This design comes from an exercise in tuning for small area and a short achievable clock period on the open sky130 flow, not from production work.
Function was checked by simulation only, so behaviour that the tests miss may differ from the original.

==> design/flow/config.mk <==
export PLATFORM = sky130hd
export DESIGN_NAME = churn_core
export DESIGN_NICKNAME = churn_core
export VERILOG_FILES = /design/flow/design.v
export SDC_FILE = /design/flow/constraint.sdc
export NUM_CORES = 8
export LEC_CHECK = 0
export CAP_MARGIN = 20
export CORE_MARGIN = 2
export CORE_UTILIZATION = 35
export SLEW_MARGIN = 20
==> design/flow/constraint.sdc <==
create_clock -name core_clock -period 22.0 [get_ports {clk}]
set_input_delay 4.4000 -clock core_clock [delete_from_list [all_inputs] [get_ports {clk}]]
set_output_delay 4.4000 -clock core_clock [all_outputs]
set_load 0.01 [all_outputs]
==> design/flow/design.v <==
module churn_core (
    input              clk,
    input              rst,           
    input              ce,            
    input              start,         
    input      [12:0]  prog_len,      
    input      [31:0]  budget,        
    input              xbank_sat,     
    input      [63:0]  win_dcn,       
    input      [31:0]  win_count,     
    input      [6:0]   position,      
    output             busy,
    output             done,
    output reg [31:0]  last_cycles,
    output             pm_rd,
    output     [11:0]  pm_addr,
    input      [31:0]  pm_data,
    output             x_rd,
    output     [10:0]  x_addr,
    input      [127:0] x_data,
    output             y_rd,
    output     [12:0]  y_addr,
    input      [95:0]  y_data,
    output             z_rd,
    output     [12:0]  z_raddr,
    input      [127:0] z_rdata,
    output     [3:0]   z_we,
    output     [12:0]  z_waddr,
    output     [127:0] z_wdata,
    output             rec_hdr,
    output     [10:0]  rec_words,
    output     [3:0]   rec_flags,
    output     [15:0]  rec_outno,
    output             rec_dat,
    output     [3:0]   rec_mask,
    output     [127:0] rec_data
);
    localparam OP_NOP    = 6'h00, OP_HALT  = 6'h01, OP_LDI   = 6'h02,
               OP_SETHI  = 6'h03, OP_ADD   = 6'h04, OP_ADDI  = 6'h05,
               OP_SETP   = 6'h06, OP_GETP  = 6'h07, OP_SETSH = 6'h08,
               OP_CLRA   = 6'h09, OP_MAC   = 6'h0A, OP_MACS  = 6'h0B,
               OP_SUMA   = 6'h0C, OP_STA   = 6'h0D, OP_LDZ   = 6'h0E,
               OP_LDK    = 6'h0F, OP_STK   = 6'h10, OP_MAX   = 6'h11,
               OP_MIN    = 6'h12, OP_GETM  = 6'h13, OP_REPEAT= 6'h14,
               OP_BR     = 6'h15, OP_JMP   = 6'h16, OP_OUT   = 6'h17,
               OP_GETW   = 6'h18;
    localparam PH_IDLE = 2'd0, PH_BOUND = 2'd1, PH_FETCHED = 2'd2, PH_EXEC = 2'd3;
    localparam signed [56:0] ACC_MAX = 57'sh0_7FFF_FFFF_FFFF_FF;
    localparam signed [56:0] ACC_MIN = -57'sh0_8000_0000_0000_00;
    reg [1:0]  phase;
    reg [11:0] pc;
    reg [10:0] px;
    reg [12:0] py, pz;
    reg [4:0]  xsh, zsh;
    reg [31:0] kreg [0:7];
    reg [31:0] mval;
    reg [12:0] midx;
    reg signed [55:0] acc [0:3];
    reg [31:0] ir;            
    reg [11:0] sub;           
    reg [11:0] ncyc_r;        
    reg        in_rep;        
    reg        rep_pending;   
    reg [10:0] rep_n;         
    reg [31:0] cyc;           
    reg        xsat_s, accsat_s, zsat_s;
    reg [15:0] outno;
    reg [31:0] best;
    reg [12:0] best_idx;
    reg        best_vld;
    reg        c_vld  [0:31];
    reg [11:0] c_tag  [0:31];
    reg [31:0] c_data [0:31];
    reg [4:0]  c_age  [0:31];
    integer i;
    reg        hit;
    reg [4:0]  hit_idx;
    reg [31:0] hit_data;
    reg [4:0]  victim;
    always @* begin
        hit = 1'b0;
        hit_idx = 5'd0;
        hit_data = 32'd0;
        victim = 5'd0;
        for (i = 0; i < 32; i = i + 1) begin
            if (c_vld[i] && c_tag[i] == pc) begin
                hit = 1'b1;
                hit_idx = i[4:0];
                hit_data = c_data[i];
            end
            if (c_age[i] == 5'd31)
                victim = i[4:0];
        end
    end
    wire boundary = (phase == PH_BOUND);
    wire abort    = boundary && !rep_pending && (cyc >= budget);
    wire beyond   = boundary && !abort && ({1'b0, pc} >= prog_len);
    wire do_fetch = boundary && !abort && !beyond && !hit;
    wire issue    = (boundary && !abort && !beyond && hit) || (phase == PH_FETCHED);
    wire exec     = issue || (phase == PH_EXEC);
    wire rep_now  = issue ? rep_pending : in_rep;
    wire [31:0] instr = issue ? hit_data : ir;
    wire [11:0] csub  = issue ? 12'd0 : sub;
    wire [5:0]  op    = instr[31:26];
    wire [2:0]  ka    = instr[25:23];
    wire [2:0]  kb    = instr[22:20];
    wire [2:0]  kc    = instr[19:17];
    wire [31:0] va    = kreg[ka];
    wire [31:0] vb    = kreg[kb];
    wire [31:0] vc    = kreg[kc];
    reg br_cond;
    always @* begin
        case (instr[14:12])
            3'd0:    br_cond = (va == vb);
            3'd1:    br_cond = (va != vb);
            3'd2:    br_cond = ($signed(va) <  $signed(vb));
            default: br_cond = ($signed(va) >= $signed(vb));
        endcase
    end
    wire [13:0] mm_n     = {1'b0, instr[12:0]} + 14'd1;
    wire [11:0] mm_beats = (mm_n + 14'd3) >> 2;
    wire [10:0] out_n    = {1'b0, instr[9:0]} + 11'd1;
    wire [11:0] out_beats = {1'b0, (out_n + 11'd3) >> 2};
    reg [11:0] ncyc;
    always @* begin
        if (rep_now)
            ncyc = {1'b0, rep_n};
        else case (op)
            OP_SUMA:         ncyc = 12'd2;
            OP_BR:           ncyc = br_cond ? 12'd2 : 12'd1;
            OP_JMP:          ncyc = 12'd2;
            OP_MAX, OP_MIN:  ncyc = mm_beats + 12'd2;
            OP_OUT:          ncyc = out_beats + 12'd1;
            default:         ncyc = 12'd1;
        endcase
    end
    wire [11:0] ncyc_cur = issue ? ncyc : ncyc_r;
    wire        last     = exec && (csub == ncyc_cur - 12'd1);
    wire        halt     = exec && !rep_now && (op == OP_HALT);
    wire [11:0] esub     = rep_now ? 12'd0 : csub;
    wire act = ce && exec;   
    reg [22:0]        xop    [0:3];
    reg               xclamp [0:3];
    reg signed [23:0] ycoef  [0:3];
    reg signed [47:0] prod   [0:3];
    reg signed [56:0] msum   [0:3];
    reg signed [55:0] mac_res[0:3];
    reg               mac_sat[0:3];
    reg signed [56:0] rnd    [0:3];
    reg signed [56:0] shr    [0:3];
    reg [31:0]        st_res [0:3];
    reg               st_sat [0:3];
    reg signed [62:0] ldsh   [0:3];
    reg signed [55:0] ld_res [0:3];
    reg               ld_sat [0:3];
    reg [32:0]        xr;
    reg [32:0]        xs;
    always @* begin
        for (i = 0; i < 4; i = i + 1) begin
            xr = {1'b0, x_data[32*i +: 32]} + (33'd1 << (xsh - 5'd1));
            xs = (xsh == 5'd0) ? {1'b0, x_data[32*i +: 32]} : (xr >> xsh);
            xclamp[i] = (xs > 33'h7F_FFFF);
            xop[i]    = xclamp[i] ? 23'h7F_FFFF : xs[22:0];
            ycoef[i]  = (op == OP_MACS) ? $signed(y_data[23:0]) : $signed(y_data[24*i +: 24]);
            prod[i]   = $signed({1'b0, xop[i]}) * ycoef[i];
            msum[i]   = acc[i] + prod[i];
            mac_sat[i] = (msum[i] > ACC_MAX) || (msum[i] < ACC_MIN);
            mac_res[i] = (msum[i] > ACC_MAX) ? ACC_MAX[55:0] :
                         (msum[i] < ACC_MIN) ? ACC_MIN[55:0] : msum[i][55:0];
            rnd[i] = acc[i] + (57'sd1 <<< (zsh - 5'd1));
            shr[i] = (zsh == 5'd0) ? acc[i] : (rnd[i] >>> zsh);
            st_sat[i] = (shr[i] > 57'sh7FFF_FFFF) || (shr[i] < -57'sh8000_0000);
            st_res[i] = (shr[i] > 57'sh7FFF_FFFF) ? 32'h7FFF_FFFF :
                        (shr[i] < -57'sh8000_0000) ? 32'h8000_0000 : shr[i][31:0];
            ldsh[i]   = $signed(z_rdata[32*i +: 32]) <<< zsh;
            ld_sat[i] = (ldsh[i] > $signed(63'sh7F_FFFF_FFFF_FFFF)) ||
                        (ldsh[i] < -63'sh80_0000_0000_0000);
            ld_res[i] = (ldsh[i] > $signed(63'sh7F_FFFF_FFFF_FFFF)) ? ACC_MAX[55:0] :
                        (ldsh[i] < -63'sh80_0000_0000_0000) ? ACC_MIN[55:0] : ldsh[i][55:0];
        end
    end
    wire signed [57:0] lane_sum = acc[0] + acc[1] + acc[2] + acc[3];
    wire suma_sat = (lane_sum > ACC_MAX) || (lane_sum < ACC_MIN);
    wire signed [55:0] suma_res = (lane_sum > ACC_MAX) ? ACC_MAX[55:0] :
                                  (lane_sum < ACC_MIN) ? ACC_MIN[55:0] : lane_sum[55:0];
    wire [13:0] beat_base = {csub - 12'd1, 2'b00};
    reg [31:0] nbest;
    reg [12:0] nbest_idx;
    reg        nbest_vld;
    reg [13:0] off;
    always @* begin
        nbest = best;
        nbest_idx = best_idx;
        nbest_vld = best_vld;
        for (i = 0; i < 4; i = i + 1) begin
            off = beat_base + i[13:0];
            if (off < mm_n) begin
                if (!nbest_vld ||
                    ((op == OP_MAX) && ($signed(z_rdata[32*i +: 32]) > $signed(nbest))) ||
                    ((op == OP_MIN) && ($signed(z_rdata[32*i +: 32]) < $signed(nbest)))) begin
                    nbest = z_rdata[32*i +: 32];
                    nbest_idx = off[12:0];
                    nbest_vld = 1'b1;
                end
            end
        end
    end
    reg [3:0] out_mask;
    reg [13:0] ooff;
    always @* begin
        for (i = 0; i < 4; i = i + 1) begin
            ooff = beat_base + i[13:0];
            out_mask[i] = (ooff < {3'b0, out_n});
        end
    end
    wire is_mac  = (op == OP_MAC) || (op == OP_MACS);
    wire mm_beat = (op == OP_MAX || op == OP_MIN) && (csub != 12'd0) && (csub <= mm_beats);
    wire out_beat = (op == OP_OUT) && (csub != 12'd0);
    assign busy    = (phase != PH_IDLE);
    assign done    = ce && (abort || beyond || (last && halt));
    assign pm_rd   = ce && do_fetch;
    assign pm_addr = pc;
    assign x_rd    = act && is_mac;
    assign x_addr  = px;
    assign y_rd    = act && is_mac;
    assign y_addr  = py;
    assign z_rd    = act && ((op == OP_LDZ) || (op == OP_LDK) || mm_beat || out_beat);
    assign z_raddr = (op == OP_LDK) ? instr[12:0] :
                     (op == OP_LDZ) ? pz : pz + beat_base[12:0];
    assign z_we    = !act ? 4'b0000 :
                     (op == OP_STA) ? (instr[0] ? 4'b0001 : 4'b1111) :
                     (op == OP_STK) ? 4'b0001 : 4'b0000;
    assign z_waddr = (op == OP_STK) ? instr[12:0] : pz;
    assign z_wdata = (op == OP_STK) ? {96'd0, va} :
                     {st_res[3], st_res[2], st_res[1], st_res[0]};
    assign rec_hdr   = ce && (abort || (exec && (op == OP_OUT) && (csub == 12'd0)));
    assign rec_words = abort ? 11'd0 : out_n;
    assign rec_flags = {zsat_s, accsat_s, xsat_s, abort};
    assign rec_outno = outno;
    assign rec_dat   = act && out_beat;
    assign rec_mask  = out_mask;
    assign rec_data  = z_rdata;
    reg        kw_en;
    reg [31:0] kw_val;
    always @* begin
        kw_en = 1'b1;
        kw_val = 32'd0;
        case (op)
            OP_LDI:   kw_val = {{12{instr[19]}}, instr[19:0]};
            OP_SETHI: kw_val = {instr[11:0], va[19:0]};
            OP_ADD:   kw_val = vb + vc;
            OP_ADDI:  kw_val = vb + {{16{instr[15]}}, instr[15:0]};
            OP_GETP:  kw_val = (instr[1:0] == 2'd0) ? {21'd0, px} :
                               (instr[1:0] == 2'd1) ? {19'd0, py} : {19'd0, pz};
            OP_GETM:  kw_val = instr[0] ? {19'd0, midx} : mval;
            OP_LDK:   kw_val = z_rdata[31:0];
            OP_GETW:  kw_val = (instr[1:0] == 2'd0) ? win_dcn[31:0] :
                               (instr[1:0] == 2'd1) ? win_dcn[63:32] :
                               (instr[1:0] == 2'd2) ? win_count : {25'd0, position};
            default:  kw_en = 1'b0;
        endcase
    end
    wire [4:0] touch_idx = do_fetch ? victim : hit_idx;
    wire       touch     = do_fetch || issue;
    always @(posedge clk) begin
        if (rst) begin
            phase <= PH_IDLE;
            last_cycles <= 32'd0;
            mval <= 32'd0;
            midx <= 13'd0;
            for (i = 0; i < 8; i = i + 1)
                kreg[i] <= 32'd0;
        end else if (ce) begin
            if (phase == PH_IDLE) begin
                if (start) begin
                    phase <= PH_BOUND;
                    pc <= 12'd0;
                    px <= 11'd0;
                    py <= 13'd0;
                    pz <= 13'd0;
                    xsh <= 5'd0;
                    zsh <= 5'd0;
                    for (i = 0; i < 4; i = i + 1)
                        acc[i] <= 56'sd0;
                    cyc <= 32'd0;
                    xsat_s <= xbank_sat;
                    accsat_s <= 1'b0;
                    zsat_s <= 1'b0;
                    outno <= 16'd0;
                    rep_pending <= 1'b0;
                    in_rep <= 1'b0;
                    for (i = 0; i < 32; i = i + 1) begin
                        c_vld[i] <= 1'b0;
                        c_age[i] <= i[4:0];
                    end
                end
            end else begin
                cyc <= cyc + 32'd1;
                if (do_fetch) begin
                    c_vld[victim]  <= 1'b1;
                    c_tag[victim]  <= pc;
                    c_data[victim] <= pm_data;
                end
                if (touch) begin
                    for (i = 0; i < 32; i = i + 1) begin
                        if (i[4:0] == touch_idx)
                            c_age[i] <= 5'd0;
                        else if (c_age[i] < c_age[touch_idx])
                            c_age[i] <= c_age[i] + 5'd1;
                    end
                end
                if (abort) begin
                    phase <= PH_IDLE;
                    last_cycles <= cyc + 32'd1;
                    outno <= outno + 16'd1;
                end else if (beyond) begin
                    phase <= PH_IDLE;
                    last_cycles <= cyc + 32'd1;
                end else if (do_fetch) begin
                    phase <= PH_FETCHED;
                end
                if (issue) begin
                    ir <= instr;
                    ncyc_r <= ncyc;
                    in_rep <= rep_pending;
                    rep_pending <= 1'b0;
                end
                if (exec) begin
                    if (last) begin
                        sub <= 12'd0;
                        if (halt) begin
                            phase <= PH_IDLE;
                            last_cycles <= cyc + 32'd1;
                        end else begin
                            phase <= PH_BOUND;
                            if (!rep_now && op == OP_REPEAT) begin
                                rep_pending <= 1'b1;
                                rep_n <= {1'b0, instr[9:0]} + 11'd1;
                            end
                            if (!rep_now && ((op == OP_BR && br_cond) || op == OP_JMP))
                                pc <= instr[11:0];
                            else
                                pc <= pc + 12'd1;
                        end
                    end else begin
                        phase <= PH_EXEC;
                        sub <= csub + 12'd1;
                    end
                    if (kw_en && esub == 12'd0)
                        kreg[ka] <= kw_val;
                    case (op)
                        OP_SETP: begin
                            case (instr[1:0])
                                2'd0: px <= vb[10:0];
                                2'd1: py <= vb[12:0];
                                2'd2: pz <= vb[12:0];
                                default: ;
                            endcase
                        end
                        OP_SETSH: begin
                            xsh <= instr[4:0];
                            zsh <= instr[12:8];
                        end
                        OP_CLRA: begin
                            for (i = 0; i < 4; i = i + 1)
                                acc[i] <= 56'sd0;
                        end
                        OP_MAC, OP_MACS: begin
                            for (i = 0; i < 4; i = i + 1) begin
                                acc[i] <= mac_res[i];
                                if (xclamp[i]) xsat_s <= 1'b1;
                                if (mac_sat[i]) accsat_s <= 1'b1;
                            end
                            px <= px + 11'd4;
                            py <= py + {8'd0, instr[4:0]};
                        end
                        OP_SUMA: begin
                            if (esub == 12'd1) begin
                                acc[0] <= suma_res;
                                acc[1] <= 56'sd0;
                                acc[2] <= 56'sd0;
                                acc[3] <= 56'sd0;
                                if (suma_sat) accsat_s <= 1'b1;
                            end
                        end
                        OP_STA: begin
                            if (instr[0]) begin
                                if (st_sat[0]) zsat_s <= 1'b1;
                                pz <= pz + 13'd1;
                            end else begin
                                for (i = 0; i < 4; i = i + 1)
                                    if (st_sat[i]) zsat_s <= 1'b1;
                                pz <= pz + 13'd4;
                            end
                        end
                        OP_LDZ: begin
                            for (i = 0; i < 4; i = i + 1) begin
                                acc[i] <= ld_res[i];
                                if (ld_sat[i]) accsat_s <= 1'b1;
                            end
                            pz <= pz + 13'd4;
                        end
                        OP_MAX, OP_MIN: begin
                            if (esub == 12'd0)
                                best_vld <= 1'b0;
                            else if (mm_beat) begin
                                best <= nbest;
                                best_idx <= nbest_idx;
                                best_vld <= nbest_vld;
                            end else begin
                                mval <= best;
                                midx <= best_idx;
                            end
                        end
                        OP_OUT: begin
                            if (esub == 12'd0)
                                outno <= outno + 16'd1;
                        end
                        default: ;
                    endcase
                end
            end
        end
    end
endmodule
==> design/flow/run.sh <==
#!/bin/bash
# synth_recipe.tcl (not shown) runs the flow's synth.tcl, then flattens the netlist and writes it again
# the make line also repeats each setting of config.mk as NAME=value (left out here)
make -C /OpenROAD-flow-scripts/flow DESIGN_CONFIG=/design/flow/config.mk WORK_HOME=/design/flow/orfs CLKGATE_MAP_FILE= SYNTH_SCRIPT=/design/flow/synth_recipe.tcl finish
==> notes.md <==
- Seq/Total Area, Yosys: 27.10%
- Worst-skew pair later-pin latency: 1.03 ns
- Worst Setup EP: done
- Max cap viols: 0
- Fin nets: 33720
- Reg clk slew, reported paths: 0.06 ns
- Slowest cell on the critical path: or4_1
- Crit Reg-Reg Endpoint: acc[0][1]$_SDFFCE_PP0P_
- Die height: 866.0 um
- Core box area: 740500 um2
- Vias per inst: 6.024
- Clock buffer depth: 4
- Worst Skew: 0.1331 ns
- Routability cong.: 1.073
- Post-DP Area: 286900 um2
- CP max stage delay: 0.63 ns
- Worst Setup SP: budget[2]
- Number of DRC markers in iteration 0: 30600
- # rows: 316
- Cell taking the most area after synthesis: edfxtp_1
- R2r startpoint: xsh[3]$_SDFFCE_PP0P_
- H-tree levels: 5
- Critical path fanouts, max: 21
- Die X: 866.0 um
- CP endpoint kind: output port
- DPL Wire Length: 1005000 um
- WL final: 1280000 um
- Cts hold-fix bufs: 0
- Die area: 749900 um2
- Clk root buf: clkbuf_16
- Synth top area share: 26.25%
- Vias in the first global route: 229800
- Worst slew pin tran: 1.347 ns
- Postcts setup bufs: 0
- Critical Path Start Type: input pin
- Share of layout cells above drive strength 1: 9.161%
- Cell area after layout: 296200 um2
- Most frequent cell after synthesis: nand2_1
- Period utilization: 97.28%
- Main flop type after synthesis: edfxtp_1
- Unrepaired setup endpoints after global routing: false
- I/O pins: 934
- Setup slack, reg-to-reg: 2.25 ns
- Syn Nets: 32920
- Critical setup path kind: in -> out
- Yosys warns: 17
- Post-synth EDFFs: 2273
- TritonCTS Buffers: 272
- Clock sink total: 2384
- Initial DRT Pass Iterations: 10
- GRT overflow: 0
- IO buf count: 933
- Yosys cell types: 124
- Seq cells post-synth: 2384
- Synth area leaders: edfxtp_1 26%, fa_1 17%, ha_1 8.1%
- Total GRT Usage: 33.01%
- WP data required: 17.60 ns
- Pin count of the biggest net entering global routing: 173
- DR DRC count: 0
- WL per Instance: 32.42 um
- Mapped Cells: 28550
- Synth top cells by count: 3678 x nand2_1, 2811 x inv_1, 2273 x edfxtp_1
- Mapped Avg Cell Area: 9.109 um2
- Max Freq: 46.73 MHz
- Most frequent CP cell: buf_4
- CTS tree: done
- Max-slew headroom: 9.423%
- Hold Startpoint: c_vld[30]$_DFF_P_
- Cell Area, Synth: 260000 um2
- Area Growth Syn to Fin: 13.89%
- CTS resizes: 0
- Remaining antenna violation count: 0
- Final setup fails: 0
- FF-to-FF path depth: 58
- Fin. max-slew vios: 0
- Initial antenna violation count: 123
- First-pass GRT wire length: 1785000 um
- Critical Path AT: 17.00 ns
- Tmin final: 21.40 ns
- Hold Fails Final Rpt: 0
- Worst hold-check path type: reg -> reg
- Async SR Flop Fraction: 0%
- Status: no timing/DRC/antenna violations
- Via count: 237900
- Initial Util: 35.11%
[placed cells by master, fill, tap and decap left out, drive strengths merged, types with 350 or more instances in the layout]
cell and n:
fa 2156, edfxtp 2273, nand2 3679, nand3 574
ha 1680, xnor2 860, clkdlybuf4s50 930, mux2i 971
o21ai 1395, and2 563, a21oi 1574, nor2 2062
a21o 350, inv 2837, buf 1421, nor3 404
a211oi 414
[worst max-delay path, delay by kind of cell]
family | cells | cell delay (ns)
AOI/OAI and AO/OA | 22 | 5.46
and+or+nand+nor | 8 | 2.89
buffers and inverters | 11 | 2.81
adders and majority gates | 3 | 0.90
xor gates and xnor gates | 2 | 0.28
muxes | 1 | 0.21
[cells by family after synthesis]
family                     Yosys count  share of synthesized area, %
muxes                             1316                         5.712
adders and majority gates         3837                         24.69
buffers and inverters             4657                         7.059
AOI/OAI and AO/OA                 6167                         15.47
and+or+nand+nor                   9035                         16.06
xor gates and xnor gates          1153                         3.917
DFF                               2384                         27.10
[registers in the layout, indices dropped and copies added (netlist names), 16 cells and up]
register	flops
c_age	160
cyc	32
c_vld	32
outno	16
kreg	256
ir	32
c_tag	384
acc	224
best	32
c_data	1024
mval	32
last_cycles	32
[final cells by class]
type                       count  area (um2)
antenna                       73       182.7
clock inverter               156        1712
sequential                  2384       70480
clock buffer                 333        7254
tap                         9858       12330
timing repair buffer        2354       20630
inverter                    2825       10650
fill                       73360      444400
multi-input combinational  21510      172900
[through the flow]
stage	utilization [%]	hold WS (ns)	TNS, ns	std cells	setup slack (ns)
global placement	38.72	0.4325	-24.47	38920	-0.7068
detailed placement	38.74	0.4392	-5.938	38920	-0.3077
CTS	39.95	0.4534	0	39410	0.3039
floorplan	-	0.4264	0	28550	2.010
global route	39.97	0.4653	0	39420	0.009692
finish	39.99	0.4521	0	39490	0.5985
[routing by layer]
| metal | global-route usage (%) | share of wire (%) |
|---|---|---|
| met2 | 48.68 | 42 |
| met5 | 0 | 0.037 |
| met4 | 22.15 | 8.4 |
| met3 | 7.723 | 10 |
| met1 | 43.12 | 39 |
[how the worst min path moves through the flow]
stage                              to  depth (start not counted)  slack, ns
floorplan           c_vld[11]$_DFF_P_                          1       0.43
global placement    c_vld[28]$_DFF_P_                          1       0.43
detailed placement  c_vld[30]$_DFF_P_                          1       0.44
CTS                 c_vld[30]$_DFF_P_                          1       0.45
global route        c_vld[31]$_DFF_P_                          1       0.47
finish              c_vld[30]$_DFF_P_                          1       0.45

[re-timing with driven ports]
The flow's constraints put no driver on any port. The routed layout listed below was extracted and timed again, unchanged, in two steps.
Step 1 assumes that a clkbuf_16 drives the clock port and a buf_2 every other input.
Step 2 moves the port delays by t, midway between the first and last clock arrival at a register: inputs arrive t later, outputs are due t later. That takes back most of the time a late clock gives input paths.
Three values: ideal, step 1, step 2; two values: the first two.
shift t [ns]: 1.093
slack for setup (ns): 0.598 / 0.571 / 0.168
hold slack, ns: 0.452 / 0.452 / 0.452
worst register clock-pin slew, ns: 0.07 / 0.07
After both steps this run still meets setup and hold. For this run, drivers alone change the setup slack by -0.027 ns; drivers and shift together by -0.430 ns.
